This design comes from an exercise in tuning for small area, a short achievable clock period and few clock cycles per item on the open sky130 flow, not from production work. Function was checked by simulation only, so behaviour that the tests miss may differ from the original. No activity file was given, so power comes from the tool's default toggle rates.

===== config.mk =====
export PLATFORM = sky130hd
export DESIGN_NAME = gen_pair
export DESIGN_NICKNAME = gen_pair
export VERILOG_FILES = /design/flow/design.v
export SDC_FILE = /design/flow/constraint.sdc
export NUM_CORES = 4
export LEC_CHECK = 0
export CAP_MARGIN = 20
export CORE_MARGIN = 2
export CORE_UTILIZATION = 25
export PLACE_DENSITY = 0.35
export SLEW_MARGIN = 20

===== constraint.sdc =====
create_clock -name core_clock -period 30.0 [get_ports {clk}]
set_input_delay 6.0000 -clock core_clock [delete_from_list [all_inputs] [get_ports {clk}]]
set_output_delay 6.0000 -clock core_clock [all_outputs]
set_load 0.01 [all_outputs]

===== design.v =====
module gen_pair (
    input  wire        clk,
    input  wire        rst,           
    input  wire        load,
    input  wire [10:0] cfg_width,     
    input  wire [31:0] cfg_p0,
    input  wire [63:0] cfg_p1,
    input  wire [63:0] cfg_p2,
    output reg  [1:0]  err,           
    input  wire        beat_ready,
    output wire        beat_valid,
    output wire [63:0] beat,
    output wire [31:0] beat_addr,
    output wire [31:0] beat_step
);
    localparam [2:0] LIN_UP = 3'd0, LIN_DOWN = 3'd1, COMPLEMENT = 3'd2, GRAY = 3'd3,
                     ROW_FAST = 3'd4, COL_FAST = 3'd5, GALLOP = 3'd6, BUTTERFLY = 3'd7;
    localparam [3:0] SOLID = 4'd0, CHECKER = 4'd1, ROW_STRIPE = 4'd2, COL_STRIPE = 4'd3,
                     ADDR = 4'd4, PRBS7 = 4'd5, PRBS15 = 4'd6, PRBS23 = 4'd7, PRBS31 = 4'd8;
    wire [3:0]  d_aord     = cfg_p0[6:3];
    wire [3:0]  d_dpat     = cfg_p0[10:7];
    wire [7:0]  d_ratem1   = cfg_p0[18:11];
    wire [4:0]  d_colbits  = cfg_p0[23:19];
    wire [4:0]  d_rowbits  = cfg_p0[28:24];
    wire [2:0]  d_bankbits = cfg_p0[31:29];
    wire [31:0] d_start    = cfg_p1[31:0];
    wire [30:0] d_seed     = cfg_p1[62:32];
    wire [9:0]  d_aoff     = cfg_p2[9:0];
    wire        d_aen      = cfg_p2[10];
    wire [9:0]  d_doff     = cfg_p2[20:11];
    wire [9:0]  d_dwm1     = cfg_p2[30:21];
    wire        d_den      = cfg_p2[31];
    wire [15:0] d_step     = cfg_p2[47:32];
    wire        d_inv      = cfg_p2[48];
    wire [6:0]  d_abfull = {2'b0, d_colbits} + {2'b0, d_rowbits} + {4'b0, d_bankbits};
    wire [5:0]  d_ab     = d_abfull[5:0];
    wire d_ill = (d_aord > 4'd7) || (d_dpat > 4'd8) || (d_abfull > 7'd32) ||
                 ((d_aord == {1'b0, GALLOP} || d_aord == {1'b0, BUTTERFLY}) &&
                  (d_ab == 6'd0 || d_ab > 6'd16)) ||
                 (d_aen && ({1'b0, d_aoff} + {5'd0, d_ab} > {1'b0, cfg_width})) ||
                 (d_den && ({1'b0, d_doff} + {1'b0, d_dwm1} + 11'd1 > {1'b0, cfg_width}));
    wire d_badw  = (cfg_width == 11'd0) || (cfg_width > 11'd1024);
    wire d_unsup = (cfg_width > 11'd64);
    wire [1:0] d_err = d_ill ? 2'd1 : d_badw ? 2'd2 : d_unsup ? 2'd3 : 2'd0;
    reg [33:0] d_period;
    always @(*) begin
        case (d_aord[2:0])
            COMPLEMENT: d_period = 34'd2 << d_ab;
            GALLOP:     d_period = (34'd2 << (2 * d_ab)) - (34'd2 << d_ab);
            BUTTERFLY:  d_period = {28'd0, d_ab} << (d_ab + 6'd1);
            default:    d_period = 34'd1 << d_ab;
        endcase
    end
    wire [16:0] d_stepmag = d_step[15] ? (17'd0 - {d_step[15], d_step}) : {1'b0, d_step};
    wire        d_pbig    = d_period > {17'd0, d_stepmag};
    wire [33:0] d_stepdir = d_step[15] ? d_period - {17'd0, d_stepmag} : {17'd0, d_stepmag};
    wire        d_divaddr = (d_aord[2:0] == GALLOP) || (d_aord[2:0] == BUTTERFLY);
    reg [30:0] d_prbs;
    always @(*) begin
        case (d_dpat)
            PRBS7:   d_prbs = (d_seed[6:0]  == 0) ? 31'h7f       : {24'd0, d_seed[6:0]};
            PRBS15:  d_prbs = (d_seed[14:0] == 0) ? 31'h7fff     : {16'd0, d_seed[14:0]};
            PRBS23:  d_prbs = (d_seed[22:0] == 0) ? 31'h7fffff   : {8'd0,  d_seed[22:0]};
            PRBS31:  d_prbs = (d_seed[30:0] == 0) ? 31'h7fffffff : d_seed;
            default: d_prbs = 31'd0;
        endcase
    end
    reg [6:0]  width;
    reg [2:0]  aord;
    reg [3:0]  dpat;
    reg [7:0]  ratem1;
    reg [4:0]  colbits;
    reg [4:0]  rowbits;
    reg [5:0]  ab;
    reg [31:0] start;
    reg        aen;
    reg [6:0]  aoff;
    reg        den;
    reg [6:0]  doff;
    reg [5:0]  dwm1;
    reg        inv;
    reg [33:0] period;
    reg [33:0] stepmod;
    reg [47:0] n;         
    reg [30:0] prbs;      
    reg [7:0]  rep;       
    reg [31:0] steps;     
    reg        step_neg;
    reg [15:0] stepmag;   
    localparam [1:0] S_READY = 2'd0, S_MOD = 2'd1, S_ADDR = 2'd2;
    reg [1:0]  phase;
    reg [4:0]  dcnt;      
    reg [16:0] drem;      
    reg [31:0] dquo;      
    assign beat_valid = (phase == S_READY);
    wire xfer = beat_valid && beat_ready && !load;
    wire [32:0] nmask = (33'd1 << ab) - 33'd1;
    wire [31:0] amask = nmask[31:0];
    wire        divaddr = (aord == GALLOP) || (aord == BUTTERFLY);
    wire [31:0] q_half  = n[32:1];
    wire [15:0] divisor = (phase == S_MOD) ? period[15:0] :
                          (aord == GALLOP) ? amask[15:0] : {10'd0, ab};
    wire        dbit    = (phase == S_MOD) ? ((dcnt < 5'd16) ? stepmag[dcnt[3:0]] : 1'b0)
                                           : q_half[dcnt];
    wire [16:0] dtry    = {drem[15:0], dbit};
    wire        dfit    = dtry >= {1'b0, divisor};
    wire [16:0] drem_nx = dfit ? dtry - {1'b0, divisor} : dtry;
    wire [33:0] stepmod_div = (step_neg && drem_nx != 17'd0) ?
                              period - {17'd0, drem_nx} : {17'd0, drem_nx};
    wire [31:0] dq      = dquo;
    wire [15:0] dr      = drem[15:0];
    wire [31:0] x_up   = (start + n[31:0]) & amask;
    wire [31:0] x_down = (start - n[31:0]) & amask;
    wire [31:0] y_comp = (start + n[32:1]) & amask;
    wire [31:0] rmask = (32'd1 << rowbits) - 32'd1;
    wire [31:0] cmask = (32'd1 << colbits) - 32'd1;
    wire [31:0] rf_r  = x_up & rmask;
    wire [31:0] rf_c  = (x_up >> rowbits) & cmask;
    wire [5:0]  rcbits = {1'b0, rowbits} + {1'b0, colbits};
    wire [31:0] rf_b  = x_up >> rcbits;
    wire [31:0] g_j   = ({16'd0, dr} >= dq) ? {16'd0, dr} + 32'd1 : {16'd0, dr};
    wire [31:0] bf_base = (start + dq) & amask;
    reg [31:0] a;
    always @(*) begin
        case (aord)
            LIN_UP:     a = x_up;
            LIN_DOWN:   a = x_down;
            COMPLEMENT: a = n[0] ? (y_comp ^ amask) : y_comp;
            GRAY:       a = x_up ^ (x_up >> 1);
            ROW_FAST:   a = (rf_b << rcbits) | (rf_r << colbits) | rf_c;
            COL_FAST:   a = x_up;
            GALLOP:     a = (start + (n[0] ? g_j : dq)) & amask;
            default:    a = n[0] ? bf_base : (bf_base ^ (32'd1 << dr[4:0]));
        endcase
    end
    wire c0 = (colbits != 5'd0) ? a[0] : 1'b0;
    wire r0 = (rowbits != 5'd0) ? a[colbits] : 1'b0;
    wire [63:0] dmask = {64{1'b1}} >> (6'd63 - dwm1);
    reg [63:0] addr_bits;
    reg [5:0]  aidx;
    integer j;
    always @(*) begin
        for (j = 0; j < 64; j = j + 1) begin
            aidx = (ab == 6'd0) ? 6'd0 : (j[5:0] % ab);
            addr_bits[j] = a[aidx[4:0]];
        end
    end
    reg [63:0] prbs_bits;
    reg [30:0] prbs_state [0:63];    
    reg [30:0] ps;
    reg        fb;
    integer k;
    always @(*) begin
        ps = prbs;
        for (k = 0; k < 64; k = k + 1) begin
            case (dpat)
                PRBS7:   fb = ps[6]  ^ ps[5];
                PRBS15:  fb = ps[14] ^ ps[13];
                PRBS23:  fb = ps[22] ^ ps[17];
                default: fb = ps[30] ^ ps[27];
            endcase
            prbs_bits[k] = fb;
            ps = {ps[29:0], fb};
            prbs_state[k] = ps;
        end
    end
    wire [30:0] prbs_next = prbs_state[dwm1];
    reg [63:0] pattern;
    always @(*) begin
        case (dpat)
            CHECKER:    pattern = {32{2'b10}} ^ {64{r0 ^ c0}};
            ROW_STRIPE: pattern = {64{r0}};
            COL_STRIPE: pattern = {64{c0}};
            ADDR:       pattern = addr_bits;
            PRBS7, PRBS15, PRBS23, PRBS31: pattern = prbs_bits;
            default:    pattern = 64'd0;
        endcase
    end
    wire [63:0] data = (pattern & dmask) ^ (inv ? dmask : 64'd0);
    wire [63:0] wmask   = {64{1'b1}} >> (7'd64 - width);
    wire [63:0] a_field = aen ? ({32'd0, a} << aoff) : 64'd0;
    wire [63:0] d_field = den ? (data << doff) : 64'd0;
    assign beat      = (a_field ^ d_field) & wmask;
    assign beat_addr = a;
    assign beat_step = steps;
    wire [34:0] nsum   = {1'b0, n[33:0]} + {1'b0, stepmod};
    wire [47:0] n_next = (nsum >= {1'b0, period}) ? {13'd0, nsum - {1'b0, period}} : {13'd0, nsum};
    always @(posedge clk) begin
        if (rst) begin
            err     <= 2'd0;
            width   <= 7'd1;
            aord    <= LIN_UP;
            dpat    <= SOLID;
            ratem1  <= 8'd0;
            colbits <= 5'd0;
            rowbits <= 5'd0;
            ab      <= 6'd0;
            start   <= 32'd0;
            aen     <= 1'b0;
            aoff    <= 7'd0;
            den     <= 1'b0;
            doff    <= 7'd0;
            dwm1    <= 6'd0;
            inv     <= 1'b0;
            period  <= 34'd1;
            stepmod <= 34'd0;
            n       <= 48'd0;
            prbs    <= 31'd0;
            rep     <= 8'd0;
            steps   <= 32'd0;
            step_neg <= 1'b0;
            stepmag <= 16'd0;
            phase   <= S_READY;
            dcnt    <= 5'd0;
            drem    <= 17'd0;
            dquo    <= 32'd0;
        end else if (load) begin
            err <= d_err;
            if (d_err == 2'd0) begin
                width   <= cfg_width[6:0];
                aord    <= d_aord[2:0];
                dpat    <= d_dpat;
                ratem1  <= d_ratem1;
                colbits <= d_colbits;
                rowbits <= d_rowbits;
                ab      <= d_ab;
                start   <= d_start;
                aen     <= d_aen;
                aoff    <= d_aen ? d_aoff[6:0] : 7'd0;
                den     <= d_den;
                doff    <= d_den ? d_doff[6:0] : 7'd0;
                dwm1    <= d_den ? d_dwm1[5:0] : 6'd0;
                inv     <= d_inv;
                period  <= d_period;
                stepmod <= d_pbig ? d_stepdir : 34'd0;
                step_neg <= d_step[15];
                stepmag <= d_stepmag[15:0];
                n       <= 48'd0;
                prbs    <= d_prbs;
                rep     <= 8'd0;
                steps   <= 32'd0;
                phase   <= !d_pbig ? S_MOD : d_divaddr ? S_ADDR : S_READY;
                dcnt    <= 5'd31;
                drem    <= 17'd0;
                dquo    <= 32'd0;
            end else if (phase != S_READY) begin
                div_iterate();
            end
        end else if (xfer) begin
            if (rep == ratem1) begin
                rep   <= 8'd0;
                n     <= n_next;
                prbs  <= prbs_next;
                steps <= steps + 32'd1;
                if (divaddr) begin
                    phase <= S_ADDR;
                    dcnt  <= 5'd31;
                    drem  <= 17'd0;
                    dquo  <= 32'd0;
                end
            end else begin
                rep <= rep + 8'd1;
            end
        end else if (phase != S_READY) begin
            div_iterate();
        end
    end
    task div_iterate;
        begin
            drem <= drem_nx;
            dquo[dcnt] <= dfit;
            dcnt <= dcnt - 5'd1;
            if (dcnt == 5'd0) begin
                if (phase == S_MOD) begin
                    stepmod <= stepmod_div;
                    drem    <= 17'd0;
                    dquo    <= 32'd0;
                    dcnt    <= 5'd31;
                    phase   <= divaddr ? S_ADDR : S_READY;
                end else begin
                    phase <= S_READY;
                end
            end
        end
    endtask
endmodule

===== run.sh =====
#!/bin/bash
# synth_recipe.tcl (not shown) runs the flow's synth.tcl, then flattens the netlist and writes it again
# the make line also repeats each setting of config.mk as NAME=value (left out here)
make -C /OpenROAD-flow-scripts/flow DESIGN_CONFIG=/design/flow/config.mk WORK_HOME=/design/flow/orfs CLKGATE_MAP_FILE= SYNTH_SCRIPT=/design/flow/synth_recipe.tcl finish

==> impl_metrics.yaml <==
layout:
  drive_gt1_frac: 0.100
  fillers: 56500
  seq_area_mm2: 0.00685
  multi_input_area_mm2: 0.113
  layout_commonest_cell: "nand2_1"
  nNetsFinal: 19600
  synthToLayoutAreaGrowth_pct: 11.0
  layout_common_cells: "1981 x nand2_1, 1901 x nor2_1, 1545 x a21oi_1, 1192 x o21ai_0, 997 x ha_1"
clock_tree:
  cts.sinks: 340
  cts_buffer_depth: 3
  clock_latency_ps: 710
  path_clk_slew_ps: 60
  cts_tree: "done"
  cts_root_buf: "clkbuf_16"
  postCtsSetupBuffers: 0
  cts_hold_buf: 0
  htree_levels: 2
  cts_resized: 0
  cts_inserted_buffers: 46
yosys:
  synth_cell_types: 142
  synth_top_family_by_area: "compound AO/OA/AOI/OAI gates"
  ys_ff_latch: 340
  synth_edf_count: 0
  synth-simple-area-share: 0.229
  synth_xor_xnor_area_share: 0.0707
  synthMuxAreaShare: 0.110
  syn-num-nets: 20000
  ys_seq_area_frac: 0.0536
  synth_compound_area_frac: 0.369
  yosysWarnings: 2
  synth_fa_ha_area_frac: 0.101
  ys.flop_type: "dfxtp_1"
  synthArstFlopShare: 0
  synth_area_per_cell_um2: 6.74
  syn_area_mm2: 0.127
  syn-instance-count: 18900
hold_path:
  holdPathStages: 2
  whs_endpoint: "period[26]"
  hold_start: "period[26]"
  worstHoldPathType: "reg2reg"
power:
  total_leakage_power_nw: 49.4
  powerDensity_mw_per_mm2: 25.8
  vdd_drop_max_mv: 0.0847
drt:
  drt_iter0_markers: 22400
  wl_per_cell_um: 35.7
  num_vias: 161000
  routed_via_density: 6.39
  finalWirelength_um: 898000
  first_pass_iters: 8
  route.detailed.drc: 0
  antenna_left: 0
sta:
  final-max-slew-violation-count: 0
  hold_ws_ps: 454
  tightest_slew_ps: 1270
  hold_viol_final: 0
  fin_crit_sh: 0.820
  slew-limit-headroom: 0.147
  finClkSkew_ps: 65.1
  setup_violations: 0
  period_minus_slack_ps: 24610
  setup_tns_ps: 0
  timing.fmax_ghz: 0.0406
  rsz0062_at_grt: "false"
critical_path:
  critPathRequiredTime_ps: 24000
  r2r_cells: 54
  cp-end-kind: "output port"
  reg2reg_slack_ps: 16480
  r2r-end: "stepmod[22]"
  crit_slowest_cell: "mux2i_1"
  cp_max_fo: 16
  max_stage_delay_ps: 900
  start_kind: "flop"
  path_class: "reg2out"
  crit_arrival_ps: 18610
  reg2reg_from: "ab[0]"
floorplanning:
  die_h_um: 717
  dieArea_mm2: 0.514
  ios: 306
  core-area_mm2: 0.506
  start_util: 0.251
  num_rows: 261
  die_w_um: 717
global_routing:
  track_usage: 0.332
  grt_pass1_vias: 148000
  globalRoute.totalOverflow: 0
  grt_first_pass_wirelength_um: 1230000
  grt_max_degree: 100
  antenna_found_initial: 83
placement:
  detailedPlacementHpwl_um: 663000
  portBuffers: 286
  gp_congestion: 1.01
job:
  cap_violations: 0
status:
  status: "no timing/DRC/antenna violations"
[layout make-up]
cell class	instances	share of cell area
clock buffers	66	0.00955
clock inverters	18	0.00213
inverters	590	0.0161
repair buffers	1077	0.0632
diodes	24	0.000426
flip-flops and latches	340	0.0485
well taps	6706	0.0595
multi-input cells	16300	0.801
[power breakdown]
part           internal [mW]  total [mW]  switching (mW)
Sequential             0.472       0.506          0.0337
Combinational          0.930        2.50            1.57
Clock                  0.365       0.629           0.264
[cells by family after synthesis]
logic type / Yosys count
AO/OA/AOI/OAI: 6931
XOR/XNOR: 1023
other: 1
buffers and inverters: 2190
flip-flops: 340
AND/OR/NAND/NOR: 6346
adder cells (fa/ha/maj): 1018
multiplexers: 1002
[metal layers]
layer | up-vias | global-route usage | share of wire
met1 | 79300 | 0.444 | 0.42
met5 | - | 0 | 0.00023
met4 | 30 | 0.174 | 0.064
li1 | 70600 | - | -
met3 | 1829 | 0.0626 | 0.089
met2 | 8971 | 0.503 | 0.42
[how the worst max path moves through the flow]
| stage | start | to | slack, ps | cells after the start |
|---|---|---|---|---|
| floorplan | ab[0] | beat[54] | 7190 | 69 |
| global placement | ab[5] | beat[55] | 6330 | 56 |
| detailed placement | ab[5] | beat[63] | 6460 | 53 |
| CTS | ab[5] | beat[63] | 5670 | 53 |
| global route | ab[5] | beat[63] | 4640 | 53 |
| finish | ab[5] | beat[63] | 5390 | 53 |
[worst max-delay path, delay by kind of cell, from the launching register on]
family,cells,cell delay [ps]
AOI/OAI and AO/OA,18,5990
and+or+nand+nor,18,4460
muxes,4,2690
adders and majority gates,6,2170
buffers and inverters,7,2140
DFF,1,400
[per-stage QoR]
step	power (mW)	worst slack [ps]	util	area (µm²)	instances
CTS	3.62	5670	0.279	141000	25100
floorplan	2.20	7190	-	127000	18900
finish	3.64	5390	0.279	141000	25100
global placement	2.98	6330	0.275	139000	25000
detailed placement	2.97	6460	0.276	139000	25000
global route	3.89	4640	0.279	141000	25100
[cells in the mapped netlist, drive strengths merged, types with 218 or more instances]
library cell	n	area, µm²
xnor2	721	6330
o22ai	474	2980
ha	1002	12500
o21a	229	1720
nand3	484	2430
a211oi	346	2660
a31oi	218	1380
nor3	594	3000
buf	296	1300
a21o	341	2560
mux2i	514	5150
xor2	302	2650
o221ai	277	2430
nand2b	222	1390
o211ai	430	3240
mux4	292	6580
nand2	1990	7480
a21oi	1572	7920
a22oi	252	1910
dfxtp	340	6810
o21ai	1256	6300
nor2	1933	7270
clkbuf	1304	4900
inv	572	2150
[flip-flops by register name (all words and copies together) (netlist names), 6 cells and up]
| signal | count |
|---|---|
| dquo | 32 |
| prbs | 31 |
| stepmod | 34 |
| steps | 32 |
| doff | 7 |
| ratem1 | 8 |
| ab | 6 |
| dwm1 | 6 |
| n | 34 |
| period | 34 |
| start | 32 |
| width | 7 |
| stepmag | 16 |
| aoff | 7 |
| drem | 16 |
| rep | 8 |
Testbench counts, summed over its fixed seeds: cycles 412,531, beats 48,947.

-- re-timing with driven ports --
How much do the figures lean on ideal ports? The routed layout below was timed once more, with nothing changed but the port constraints. Step 1: set_driving_cell puts a clkbuf_16 on clk and a buf_2 on each other input, an assumption about the parent block. Step 2 adds t to the input delays and takes it off the output delays; t is the mean of the earliest and latest rising clock arrival at the registers after step 1. Input paths then give back, and output paths get back, about the clock's delay inside the block. Three values: ideal ports, drivers, drivers and shift; two values: the first two.
t, ns: 0.786
slack for setup (ns): 5.393 / 5.288 / 6.074
worst hold slack (ns): 0.454 / 0.454 / 0.454
latest minus earliest clock arrival (ns): 0.066 / 0.066
After both steps setup and hold are still met in this run. For this run, drivers alone change the setup slack by -0.105 ns; drivers and shift together by +0.681 ns.
